What follows belongs to an exercise in optimizing a design on an open flow for small area, a short achievable clock period and few clock cycles per item; a production flow would make more cautious choices.
No run shown here included a check of the RTL's function; only the layout flow was run.

[flow/run.sh]
#!/bin/bash
# synth_recipe.tcl (not shown) runs the flow's synth.tcl, then flattens the netlist and writes it again
# the make line also repeats each setting of config.mk as NAME=value (left out here)
make -C /OpenROAD-flow-scripts/flow DESIGN_CONFIG=/design/flow/config.mk WORK_HOME=/design/flow/orfs CLKGATE_MAP_FILE= SYNTH_SCRIPT=/design/flow/synth_recipe.tcl finish
[flow/config.mk]
export PLATFORM = sky130hd
export DESIGN_NAME = aes256_core
export DESIGN_NICKNAME = aes256_core
export VERILOG_FILES = /design/flow/design.v
export SDC_FILE = /design/flow/constraint.sdc
export NUM_CORES = 4
export LEC_CHECK = 0
export ABC_AREA = 1
export CAP_MARGIN = 20
export CELL_PAD_IN_SITES_DETAIL_PLACEMENT = 1
export CELL_PAD_IN_SITES_GLOBAL_PLACEMENT = 1
export CORE_MARGIN = 2
export CORE_UTILIZATION = 40
export PLACE_DENSITY = 0.6
export SETUP_SLACK_MARGIN = 4.8
export SLEW_MARGIN = 20
[flow/constraint.sdc]
create_clock -name core_clock -period 8.0 [get_ports {clk}]
set_input_delay 1.6000 -clock core_clock [delete_from_list [all_inputs] [get_ports {clk}]]
set_output_delay 1.6000 -clock core_clock [all_outputs]
set_load 0.01 [all_outputs]
[flow/design.v]
module aes256_sbox (
  input  wire [7:0] x,
  output wire [7:0] y
);
  wire T1, T2, T3, T4, T5, T6, T7, T8, T9, T10, T11, T12, T13, T14, T15, T16, T17, T18, T19, T20, T21, T22, T23, T24, T25, T26, T27, M1, M2, M3, M4, M5, M6, M7, M8, M9, M10, M11, M12, M13, M14, M15, M16, M17, M18, M19, M20, M21, M22, M23, M24, M25, M26, M27, M28, M29, M30, M31, M32, M33, M34, M35, M36, M37, M38, M39, M40, M41, M42, M43, M44, M45, M46, M47, M48, M49, M50, M51, M52, M53, M54, M55, M56, M57, M58, M59, M60, M61, M62, M63, L0, L1, L2, L3, L4, L5, L6, L7, L8, L9, L10, L11, L12, L13, L14, L15, L16, L17, L18, L19, L20, L21, L22, L23, L24, L25, L26, L27, L28, L29, S0, S1, S2, S3, S4, S5, S6, S7;
  wire U0 = x[7], U1 = x[6], U2 = x[5], U3 = x[4], U4 = x[3], U5 = x[2], U6 = x[1], U7 = x[0];
  assign T1 = U0 ^ U3;
  assign T2 = U0 ^ U5;
  assign T3 = U0 ^ U6;
  assign T4 = U3 ^ U5;
  assign T5 = U4 ^ U6;
  assign T6 = T1 ^ T5;
  assign T7 = U1 ^ U2;
  assign T8 = U7 ^ T6;
  assign T9 = U7 ^ T7;
  assign T10 = T6 ^ T7;
  assign T11 = U1 ^ U5;
  assign T12 = U2 ^ U5;
  assign T13 = T3 ^ T4;
  assign T14 = T6 ^ T11;
  assign T15 = T5 ^ T11;
  assign T16 = T5 ^ T12;
  assign T17 = T9 ^ T16;
  assign T18 = U3 ^ U7;
  assign T19 = T7 ^ T18;
  assign T20 = T1 ^ T19;
  assign T21 = U6 ^ U7;
  assign T22 = T7 ^ T21;
  assign T23 = T2 ^ T22;
  assign T24 = T2 ^ T10;
  assign T25 = T20 ^ T17;
  assign T26 = T3 ^ T16;
  assign T27 = T1 ^ T12;
  assign M1 = T13 & T6;
  assign M2 = T23 & T8;
  assign M3 = T14 ^ M1;
  assign M4 = T19 & U7;
  assign M5 = M4 ^ M1;
  assign M6 = T3 & T16;
  assign M7 = T22 & T9;
  assign M8 = T26 ^ M6;
  assign M9 = T20 & T17;
  assign M10 = M9 ^ M6;
  assign M11 = T1 & T15;
  assign M12 = T4 & T27;
  assign M13 = M12 ^ M11;
  assign M14 = T2 & T10;
  assign M15 = M14 ^ M11;
  assign M16 = M3 ^ M2;
  assign M17 = M5 ^ T24;
  assign M18 = M8 ^ M7;
  assign M19 = M10 ^ M15;
  assign M20 = M16 ^ M13;
  assign M21 = M17 ^ M15;
  assign M22 = M18 ^ M13;
  assign M23 = M19 ^ T25;
  assign M24 = M22 ^ M23;
  assign M25 = M22 & M20;
  assign M26 = M21 ^ M25;
  assign M27 = M20 ^ M21;
  assign M28 = M23 ^ M25;
  assign M29 = M28 & M27;
  assign M30 = M26 & M24;
  assign M31 = M20 & M23;
  assign M32 = M27 & M31;
  assign M33 = M27 ^ M25;
  assign M34 = M21 & M22;
  assign M35 = M24 & M34;
  assign M36 = M24 ^ M25;
  assign M37 = M21 ^ M29;
  assign M38 = M32 ^ M33;
  assign M39 = M23 ^ M30;
  assign M40 = M35 ^ M36;
  assign M41 = M38 ^ M40;
  assign M42 = M37 ^ M39;
  assign M43 = M37 ^ M38;
  assign M44 = M39 ^ M40;
  assign M45 = M42 ^ M41;
  assign M46 = M44 & T6;
  assign M47 = M40 & T8;
  assign M48 = M39 & U7;
  assign M49 = M43 & T16;
  assign M50 = M38 & T9;
  assign M51 = M37 & T17;
  assign M52 = M42 & T15;
  assign M53 = M45 & T27;
  assign M54 = M41 & T10;
  assign M55 = M44 & T13;
  assign M56 = M40 & T23;
  assign M57 = M39 & T19;
  assign M58 = M43 & T3;
  assign M59 = M38 & T22;
  assign M60 = M37 & T20;
  assign M61 = M42 & T1;
  assign M62 = M45 & T4;
  assign M63 = M41 & T2;
  assign L0 = M61 ^ M62;
  assign L1 = M50 ^ M56;
  assign L2 = M46 ^ M48;
  assign L3 = M47 ^ M55;
  assign L4 = M54 ^ M58;
  assign L5 = M49 ^ M61;
  assign L6 = M62 ^ L5;
  assign L7 = M46 ^ L3;
  assign L8 = M51 ^ M59;
  assign L9 = M52 ^ M53;
  assign L10 = M53 ^ L4;
  assign L11 = M60 ^ L2;
  assign L12 = M48 ^ M51;
  assign L13 = M50 ^ L0;
  assign L14 = M52 ^ M61;
  assign L15 = M55 ^ L1;
  assign L16 = M56 ^ L0;
  assign L17 = M57 ^ L1;
  assign L18 = M58 ^ L8;
  assign L19 = M63 ^ L4;
  assign L20 = L0 ^ L1;
  assign L21 = L1 ^ L7;
  assign L22 = L3 ^ L12;
  assign L23 = L18 ^ L2;
  assign L24 = L15 ^ L9;
  assign L25 = L6 ^ L10;
  assign L26 = L7 ^ L9;
  assign L27 = L8 ^ L10;
  assign L28 = L11 ^ L14;
  assign L29 = L11 ^ L17;
  assign S0 = L6 ^ L24;
  assign S1 = ~(L16 ^ L26);
  assign S2 = ~(L19 ^ L28);
  assign S3 = L6 ^ L21;
  assign S4 = L20 ^ L22;
  assign S5 = L25 ^ L29;
  assign S6 = ~(L13 ^ L27);
  assign S7 = ~(L6 ^ L23);
  assign y = {S0, S1, S2, S3, S4, S5, S6, S7};
endmodule
module aes256_core (
  input  wire         clk,
  input  wire         rst,         
  input  wire         in_valid,
  output wire         in_ready,
  input  wire [255:0] in_key,
  input  wire [127:0] in_block,
  output wire         out_valid,
  input  wire         out_ready,
  output wire [127:0] out_block
);
  genvar i;
  reg [127:0] s0;
  reg [127:0] k0p;         
  reg [127:0] k0c;         
  reg [3:0]   r0;
  reg         v0;          
  reg         p0;          
  reg         y0;          
  reg [127:0] s1;
  reg [127:0] k1p;
  reg [127:0] k1c;
  reg [31:0]  sw1;         
  reg [3:0]   r1;
  reg         v1;
  reg         p1;
  reg         y1;
  reg         ov;
  reg [127:0] ob;
  reg         ir;
  assign in_ready  = ir;
  assign out_valid = ov;
  assign out_block = ob;
  wire [127:0] sb;
  generate
    for (i = 0; i < 16; i = i + 1) begin : g_sub
      aes256_sbox u_sbox (.x(s0[127-8*i -: 8]), .y(sb[127-8*i -: 8]));
    end
  endgenerate
  wire [127:0] sr;
  generate
    for (i = 0; i < 16; i = i + 1) begin : g_shift
      localparam integer C = i / 4;
      localparam integer R = i % 4;
      localparam integer SRC = ((C + R) % 4) * 4 + R;
      assign sr[127-8*i -: 8] = sb[127-8*SRC -: 8];
    end
  endgenerate
  wire [31:0] sub_out;
  generate
    for (i = 0; i < 4; i = i + 1) begin : g_ksub
      aes256_sbox u_sbox (.x(k0c[31-8*i -: 8]), .y(sub_out[31-8*i -: 8]));
    end
  endgenerate
  always @(posedge clk) begin
    s1  <= sr;
    k1p <= k0p;
    k1c <= k0c;
    sw1 <= sub_out;
    r1  <= r0;
  end
  function [7:0] xtime(input [7:0] b);
    xtime = {b[6:0], 1'b0} ^ (b[7] ? 8'h1b : 8'h00);
  endfunction
  wire [127:0] mc;
  generate
    for (i = 0; i < 4; i = i + 1) begin : g_mix
      wire [7:0] a0 = s1[127-32*i -: 8];
      wire [7:0] a1 = s1[119-32*i -: 8];
      wire [7:0] a2 = s1[111-32*i -: 8];
      wire [7:0] a3 = s1[103-32*i -: 8];
      assign mc[127-32*i -: 8] = xtime(a0) ^ (xtime(a1) ^ a1) ^ a2 ^ a3;
      assign mc[119-32*i -: 8] = a0 ^ xtime(a1) ^ (xtime(a2) ^ a2) ^ a3;
      assign mc[111-32*i -: 8] = a0 ^ a1 ^ xtime(a2) ^ (xtime(a3) ^ a3);
      assign mc[103-32*i -: 8] = (xtime(a0) ^ a0) ^ a1 ^ a2 ^ xtime(a3);
    end
  endgenerate
  wire         last      = (r1 == 4'd14);
  wire [127:0] round_out = (last ? s1 : mc) ^ k1c;
  reg [7:0] rcon;
  always @* begin
    case (r1)
      4'd1:  rcon = 8'h01;
      4'd3:  rcon = 8'h02;
      4'd5:  rcon = 8'h04;
      4'd7:  rcon = 8'h08;
      4'd9:  rcon = 8'h10;
      4'd11: rcon = 8'h20;
      4'd13: rcon = 8'h40;
      default: rcon = 8'h00;
    endcase
  end
  wire        j_even = r1[0];
  wire [31:0] temp   = j_even ? ({sw1[23:0], sw1[31:24]} ^ {rcon, 24'h000000}) : sw1;
  wire [31:0] nw0 = k1p[127:96] ^ temp;
  wire [31:0] nw1 = k1p[95:64]  ^ nw0;
  wire [31:0] nw2 = k1p[63:32]  ^ nw1;
  wire [31:0] nw3 = k1p[31:0]   ^ nw2;
  wire [127:0] rk_next = {nw0, nw1, nw2, nw3};
  wire fin     = v1 && last;
  wire can_out = !ov && (!p0 || (p1 && !y1));
  wire to_out  = (fin || p1) && can_out;
  wire park    = (fin || p1) && !can_out;
  wire ov_n    = to_out || (ov && !out_ready);
  wire p0_n    = !ir && park;
  wire y1_n    = y0 && !to_out;
  wire can_out_n = !ov_n && (!p0_n || (p0 && !y1_n));
  wire ir_n    = (!v0 && !p0) || ((p0 || (v0 && r0 == 4'd14)) && can_out_n);
  always @(posedge clk) begin
    if (rst) begin
      v0 <= 1'b0;
      v1 <= 1'b0;
      p0 <= 1'b0;
      p1 <= 1'b0;
      y0 <= 1'b0;
      y1 <= 1'b0;
      ov <= 1'b0;
      ir <= 1'b1;
    end else begin
      v1 <= v0;
      p1 <= p0;
      y1 <= y1_n;
      v0 <= ir ? in_valid : (v1 && !last);
      p0 <= p0_n;
      y0 <= p0_n && (fin ? p0 : y1);
      ov <= ov_n;
      ir <= ir_n;
    end
  end
  always @(posedge clk) begin
    if (ir) begin
      s0  <= in_block ^ in_key[255:128];
      k0p <= in_key[255:128];
      k0c <= in_key[127:0];
      r0  <= 4'd1;
    end else begin
      s0  <= round_out;
      k0p <= k1c;
      k0c <= park ? (p1 ? k1c : round_out) : rk_next;
      r0  <= r1 + 4'd1;
    end
    ob <= to_out ? (p1 ? k1c : round_out) : (ob & {128{ov}});
  end
endmodule
==> results of run 1 <==
==> worst paths after layout <==
kind | endpoint | slack [ps] | cells after the start
worst min-delay path | k1p[49] | 320 | 0
worst max-delay path | s1[121] | 4230 | 23
worst max register to register | s1[121] | 4230 | 23
worst min register to register | k1p[49] | 320 | 0
==> stage by stage <==
stage                     cell area [um2]  instances  hold WS (ps)  worst slack (ps)
final                              107000      15000         318.9              4227
after global routing               106900      15000         322.5              4119
after CTS                           92950      14570         323.8              4668
after detailed placement            77280      13900         313.2              3081
after global placement              77250      13900         309.7              3162
after floorplan                     70150      11330         309.6              4804
==> layout make-up <==
class                      count  share of cell area
antenna                        3          0.00007019
clock buffer                 140             0.02801
clock inverter                59            0.006844
inverter                     955             0.03735
multi-input combinational   9123              0.5950
sequential                   944              0.1825
tap                         2325             0.02720
timing repair buffer        1445              0.1227
timing repair inverter         3           0.0002574
==> layout by cell type, fill, tap and decap left out, types with 60 or more instances in the layout <==
cell | netlist | routed
nand2_1 | 5086 | 3560
nand2_2 | 226 | 1089
dfxtp_1 | 944 | 757
buf_4 | 31 | 753
nand2_4 | 30 | 636
nand3_1 | 1055 | 615
xor2_1 | 817 | 605
o21ai_0 | 639 | 590
inv_1 | 800 | 573
clkdlybuf4s50_1 | 0 | 387
xnor2_1 | 440 | 333
nand3_2 | 52 | 300
inv_2 | 144 | 265
nand3_4 | 0 | 193
nor2_4 | 21 | 172
dfxtp_4 | 0 | 154
xor2_2 | 23 | 140
nor2_1 | 295 | 136
dlygate4sd2_1 | 0 | 126
buf_6 | 4 | 126
o221ai_1 | 124 | 124
clkbuf_16 | 0 | 111
xor2_4 | 3 | 98
inv_4 | 5 | 84
nand4_1 | 82 | 82
nor2_2 | 64 | 72
xnor2_2 | 20 | 70
nand2_8 | 0 | 60
==> state kept, by name, indices dropped and copies added (netlist names) <==
| register | count |
|---|---|
| k0c | 128 |
| k0p | 128 |
| k1c | 128 |
| k1p | 128 |
| ob | 128 |
| s0 | 128 |
| s1 | 128 |
| sw1 | 32 |
| r0 | 4 |
| r1 | 4 |
| ir | 1 |
| ov | 1 |
| p0 | 1 |
| p1 | 1 |
| v0 | 1 |
| v1 | 1 |
| y0 | 1 |
| y1 | 1 |
==> layer usage <==
metal | up-vias | global-route usage
li1 | 37930 | -
met1 | 42220 | 0.4302
met2 | 3277 | 0.6195
met3 | 1438 | 0.03600
met4 | 12 | 0.2530
met5 | - | 0
==> critical path, cell delays in order, from the launching register on <==
cell,delay [ps]
dfxtp_4,390
buf_12,140
xnor2_4,160
nand2_2,90
nand2_4,130
xor2_2,190
inv_2,70
ha_4,220
xnor2_2,210
nand3_1,140
nand2_2,130
inv_2,40
nand2_2,80
nand2_4,110
buf_12,150
nand3_4,160
nand2_4,100
nand2_4,120
nand4_1,250
nand2_4,240
nand3b_1,160
nand2_1,80
nand2_1,140
nand2_1,130
==> synthesized netlist by cell type, types with 4 or more instances <==
cell / number
or2_2: 6
xnor2_2: 20
nand3b_1: 27
a21oi_1: 19
ha_1: 43
inv_2: 144
o211ai_1: 12
nand3_2: 52
nand3_1: 1055
buf_2: 39
inv_1: 800
nand4_1: 82
nand2_4: 30
nand2_1: 5086
xor2_1: 817
dfxtp_1: 944
buf_6: 4
nor2_2: 64
o221ai_1: 124
nor2_4: 21
buf_4: 31
xnor2_1: 440
o21ai_1: 12
o21ai_0: 639
xor2_2: 23
nand2_2: 226
clkbuf_1: 223
inv_4: 5
clkinv_1: 4
nor2_1: 295
buf_1: 13
==> cells by family after synthesis <==
| logic type | share of synthesized area |
|---|---|
| adder cells (fa/ha/maj) | 0.007672 |
| multiplexers | 0.0001427 |
| AND/OR/NAND/NOR | 0.4170 |
| XOR/XNOR | 0.1685 |
| flip-flops | 0.2695 |
| AO/OA/AOI/OAI | 0.06636 |
| buffers and inverters | 0.07085 |
==> what timing repair did <==
action	in CTS	in global routing
pin swaps	725	1285
gates resized for setup	2223	2557
endpoints found under the hold margin	0	0
setup buffers	461	419
gates cloned	11	2
endpoints found under the setup margin	668	322
==> flow_summary.ini, run 1 <==
[layout]
multi_input_area_um2 = 63640
fin_util = 0.6146
final-seq-area_um2 = 19520
drive_above_1_share = 0.3685
layout.nets = 13010
num-fill-cells = 21320
synthToLayoutAreaGrowth_pct = 52.51

[floorplanning]
die-area_um2 = 178700
initial_core_util = 0.4030
io_pins = 518
die_y_um = 422.7
die_w_um = 422.7
core_area_um2 = 174000
rows = 153

[sta]
slew_violations = 0
slew_headroom = 0.2076
hold_viol = 0
tightestPinTransition_ps = 1176
post-route-period-util = 0.4716
period_needed_ps = 3773
finalSetupViolations = 0
rsz0062_at_grt = true
max_freq_mhz = 265.1
fin_setup_tns_ps = 0
skew_ps = 33.67

[critical_path]
worstReg2RegStart = s0[126]
crit_path_max_fanout = 6
worstSetupStartpointType = flip-flop
worstSetupEndpointType = flip-flop
critPathKind = reg -> reg
cp-startpoint = s0[126]
cp_data_required_time_ps = 8620
cp.arrival_ps = 4390

[route]
drtAntennaViolNets = 0
wl_met3_um = 20650
drt_wl_total_um = 392900
viasPerCell = 5.659
routedWlPerCell_um = 26.20
wl_met1_um = 147000
wl_met2_um = 188300
route.detailed.drc = 0
vias = 84870
drtIter0Drc = 6033
dr.max_layer_used = met5
drtPass1Iterations = 5

[global_routing]
grtUsageTotal = 0.3640
grt_pass1_vias = 81800
grt_max_degree = 220
grt_pass1_wl_um = 498500
antenna_found_initial = 20
gr-total-overflow = 0

[logic_synthesis]
syn_inst = 11330
synthDistinctLibCells = 49
yosys.area.top_type = nand2_1
synth-seq-cells = 944
synth_top_cell_area_share = 0.2722
async_reset_ff_frac = 0
synth_edf_count = 0
syn_area_um2 = 70130
synth_seq_area_share = 0.2695
synth_ff_type = dfxtp_1
ys_warn_count = 1
synth_area_leaders = nand2_1 (27%), dfxtp_1 (27%), xor2_1 (10%)
syn_nets = 11760
syn_area_per_cell_um2 = 6.189

[cts]
clockBufferDepth = 3
cts_sinks = 944
clk_latency_ps = 760
cts_buffers = 107
hold_buffers = 0
clk_pin_slew_ps = 60
root_buffer = clkbuf_16
htreeDepth = 3
cts_tree = built

[place]
place_congestion = 0.9744
place_hpwl_um = 253600
port_buffers = 517

[run]
drv_cap = 0

[min_path]
min_from = k0p[49]
hp-class = reg -> reg

[outcome]
status = complete, no violations
==> run 2, diff against run 1 <==
--- a/flow/config.mk
+++ b/flow/config.mk
@@ -7,10 +7,10 @@
 export LEC_CHECK = 0
 export ABC_AREA = 1
 export CAP_MARGIN = 20
-export CELL_PAD_IN_SITES_DETAIL_PLACEMENT = 1
-export CELL_PAD_IN_SITES_GLOBAL_PLACEMENT = 1
+export CELL_PAD_IN_SITES_DETAIL_PLACEMENT = 2
+export CELL_PAD_IN_SITES_GLOBAL_PLACEMENT = 4
 export CORE_MARGIN = 2
 export CORE_UTILIZATION = 40
-export PLACE_DENSITY = 0.6
+export PLACE_DENSITY = 0.55
 export SETUP_SLACK_MARGIN = 4.8
 export SLEW_MARGIN = 20
==> flow_summary.ini, run 2 <==
[outcome]
status = did not finish
haltStage = 3_1_place_gp_skip_io
error = [ERROR GPL-0301] Utilization 116.982 % exceeds 100%.

[logic_synthesis]
syn_area_per_cell_um2 = 6.189
synth_edf_count = 0
syn_inst = 11330
async_reset_ff_frac = 0
post-synth-top-count-cell = nand2_1
synth_seq_area_share = 0.2695
synth_area_leaders = nand2_1 (27%), dfxtp_1 (27%), xor2_1 (10%)
synth-seq-cells = 944
ys_warn_count = 1
synth_top_cell_area_share = 0.2722
synth_ff_type = dfxtp_1
syn_nets = 11760
syn_area_um2 = 70130
synthTopCellsByCount = nand2_1 (5086), nand3_1 (1055), dfxtp_1 (944), xor2_1 (817), inv_1 (800)
yosys.area.top_type = nand2_1
synthDistinctLibCells = 49

[floorplanning]
die_y_um = 422.7
die_w_um = 422.7
rows = 153
initial_core_util = 0.4030
==> run 2: cell counts after synthesis <==
No cell type changed its count.
==> run 2: logic make-up after synthesis <==
logic type / Yosys count / synth area share
AND/OR/NAND/NOR: 6954 / 0.4170
XOR/XNOR: 1304 / 0.1685
buffers and inverters: 1267 / 0.07085
flip-flops: 944 / 0.2695
AO/OA/AOI/OAI: 817 / 0.06636
adder cells (fa/ha/maj): 43 / 0.007672
multiplexers: 1 / 0.0001427

-- static timing again, ports no longer ideal --
Ports are ideal in the flow. The routed layout listed here was re-timed in OpenROAD. Step 1 sets driving cells, clkbuf_16 on the clock port and buf_2 on the other inputs (assumed; they add their load-dependent delay and slew). Step 2 moves the port delays by t, midway between the first and last clock arrival at a register: inputs arrive t later, outputs are due t later. That takes back most of the time a late clock gives input paths. Slacks: no drivers / after step 1 / after step 2; pairs: no drivers / after step 1.
run: run 1
t, ns: 0.835
setup slack, ns: 4.227 / 4.227 / 4.227
worst setup path at the end: register to register
After both steps run 1 still meets setup and hold. For run 1, drivers alone change the setup slack by 0.000 ns; drivers and shift together by 0.000 ns.
